Source: an optimization exercise on an open RTL-to-GDS flow (aim: small area, a short achievable clock period and few clock cycles per item). Production flows keep margins and buffers that such runs may drop.
The RTL was checked by simulation tests, not by an equivalence proof against the original design.

==> trial 42: inputs <==
==> flow/design.v (excerpt) <==
module sgl_flit_rx (
  input  wire        clk,
  input  wire        rst,            
  input  wire        in_valid,
  input  wire [63:0] in_data,        
  output wire        in_ready,
  output wire        out_valid,
  output wire [63:0] out_data,       
  output wire        out_last,       
  output wire        out_pass,       
  output wire        out_fec_ok,     
  output wire [2:0]  out_corr,       
  output wire [23:0] out_corr_pos    
);
  function automatic [7:0] gf_mul2(input [7:0] a);
    gf_mul2 = {a[6:0], 1'b0} ^ (a[7] ? 8'h1D : 8'h00);
  endfunction
  function automatic [7:0] gf_mul(input [7:0] a, input [7:0] b);
    integer i;
    reg [7:0] r, x;
    begin
      r = 8'd0;
      x = a;
      for (i = 0; i < 8; i = i + 1) begin
        if (b[i]) r = r ^ x;
        x = gf_mul2(x);
      end
      gf_mul = r;
    end
  endfunction
  function automatic [7:0] gf_mulp(input [7:0] a, input integer k);
    gf_mulp = gf_mul(a, 8'd1 << k);
  endfunction
  function automatic [7:0] alpha_m(input integer k);
    case (k)
      81: alpha_m = 8'hF1;
      82: alpha_m = 8'hF6;
      83: alpha_m = 8'h7B;
      84: alpha_m = 8'hB3;
      85: alpha_m = 8'hD7;
      default: alpha_m = 8'h00;
    endcase
  endfunction
  reg  [4:0] phi;         
  reg  [4:0] wcnt;        
  reg        in_rdy_q;
  reg        tx_act;      
  reg        ph0_q;       
  reg        ph31_q;      
  reg        ph1_q;       
  reg        ph_le29_q;   
  wire accept  = in_valid && in_rdy_q;
  wire load    = accept && (wcnt == 5'd31);    
  wire [4:0] phi_n    = (accept && wcnt == 5'd0) ? 5'd1 : phi + 5'd1;
  wire [4:0] wcnt_n   = accept ? wcnt + 5'd1 : wcnt;
  wire       tx_act_n = (phi == 5'd31) ? load : tx_act;
  wire       rdy_n    = (phi_n == wcnt_n) || (wcnt_n == 5'd0 && !tx_act_n);
  always @(posedge clk) begin
    if (rst) begin
      phi      <= 5'd0;
      ph0_q    <= 1'b1;
      ph31_q   <= 1'b0;
      ph1_q    <= 1'b0;
      ph_le29_q <= 1'b1;
      wcnt     <= 5'd0;
      in_rdy_q <= 1'b1;
      tx_act   <= 1'b0;
    end else begin
  ...
export LEC_CHECK = 0
export CAP_MARGIN = 20
export CORE_MARGIN = 2
export CORE_UTILIZATION = 62
export SLEW_MARGIN = 20
create_clock -name core_clock -period 14.0 [get_ports {clk}]
standard.sh (not shown) runs the stock make flow with config.mk's settings and CLKGATE_MAP_FILE= SYNTH_SCRIPT=/design/flow/synth_recipe.tcl, a recipe that flattens the netlist after the stock synthesis.
==> flow/flow/run.sh <==
#!/bin/bash
# The standard ORFS layout (standard.sh), with three changes to how the
# layout is made (the SDC, clock period and all constraints are unchanged):
#  - ports are buffered with buf_2 instead of the buffer ORFS picks,
#  - CTS clusters up to 30 sinks within 60 um and inserts no dummy loads,
#  - repair_timing works towards a setup slack margin of 9.9 ns.
# The full make output goes to standard.log; ORFS's per-step logs are under
# orfs/logs.
set -euo pipefail
export BUFFER_PORTS_ARGS="-buffer_cell sky130_fd_sc_hd__buf_2"
export CTS_ARGS="-sink_clustering_enable -repair_clock_nets -dont_use_dummy_load -sink_clustering_size 26 -sink_clustering_max_diameter 50"
export SETUP_SLACK_MARGIN=10.05
bash standard.sh > standard.log 2>&1
==> trial 91: changes against trial 42 <==
==> flow/flow/run.sh (replaced) <==
#!/bin/bash
# The standard ORFS layout (standard.sh), with three changes to how the
# layout is made (the SDC, clock period and all constraints are unchanged):
#  - ports are buffered with buf_4 instead of the buffer ORFS picks,
#  - CTS inserts no dummy loads,
#  - repair_timing works towards a setup slack margin of 9.5 ns.
# The full make output goes to standard.log; ORFS's per-step logs are under
# orfs/logs.
set -euo pipefail
export BUFFER_PORTS_ARGS="-buffer_cell sky130_fd_sc_hd__buf_2"
export CTS_ARGS="-sink_clustering_enable -repair_clock_nets -dont_use_dummy_load -sink_clustering_size 30 -sink_clustering_max_diameter 60"
export SETUP_SLACK_MARGIN=9.6
bash standard.sh > standard.log 2>&1
--- a/flow/config.mk
+++ b/flow/config.mk
@@ -8,4 +8,4 @@
 export CAP_MARGIN = 20
 export CORE_MARGIN = 2
-export CORE_UTILIZATION = 62
+export CORE_UTILIZATION = 40
 export SLEW_MARGIN = 20
==> flow_summary.yaml <==
floorplan:
  core_um2: 111000
min_path:
  hold_start: "ring[1217]"
  min_to: "ring[1281]"
worst_setup_path:
  worstReg2RegStart: "crc_d_q[5]"
final_layout:
  nNonClkBuffers: 298
  drive_gt1_share_pct: 12.7
status:
  outcome: "complete, no violations"
That was trial 42.
==> flow_summary.yaml <==
min_path:
  min_to: "ring[1372]"
  hold_start: "ring[1308]"
final_layout:
  drive_gt1_share_pct: 11.3
  nNonClkBuffers: 278
yosys:
  ys_seq_area_share_pct: 72.1
status:
  outcome: "complete, no violations"
worst_setup_path:
  worstReg2RegStart: "a1[0][6]"
  crit_chain: "buf_2"
floorplan:
  core_um2: 172000
route:
  wl_met3_um: 7280
  drt_iter0_markers: 2489
That was trial 91.
Testbench counts of trial 42, summed over its fixed seeds: cycles 16,648, flits 512.
Testbench counts of trial 91, summed over its fixed seeds: cycles 16,648, flits 512.

## afterwards: timing with drivers on the ports
In the flow no input, the clock included, has a driving cell. The finished layouts below were timed again as built, in two steps.
Step 1 assumes that a clkbuf_16 drives the clock port and a buf_2 every other input.
Step 2 also shifts input and output timing later by t, the mid clock arrival at the registers, as if the neighbouring blocks saw the same clock.
Three values: ideal ports, drivers, drivers and shift; two values: the first two.
| run | shift t [ns] | setup WS [ns] | clock arrival spread, ns | slew at the worst register clock pin (ns) |
|---|---|---|---|---|
| trial 42 | 0.814 | 9.681 / 9.601 / 9.314 | 0.131 / 0.131 | 0.12 / 0.12 |
| trial 91 | 0.840 | 9.461 / 9.380 / 9.051 | 0.110 / 0.111 | 0.10 / 0.10 |
After both steps setup and hold are still met in every run listed. For trial 91, which loses most, drivers alone change the setup slack by -0.081 ns; drivers and shift together by -0.410 ns.
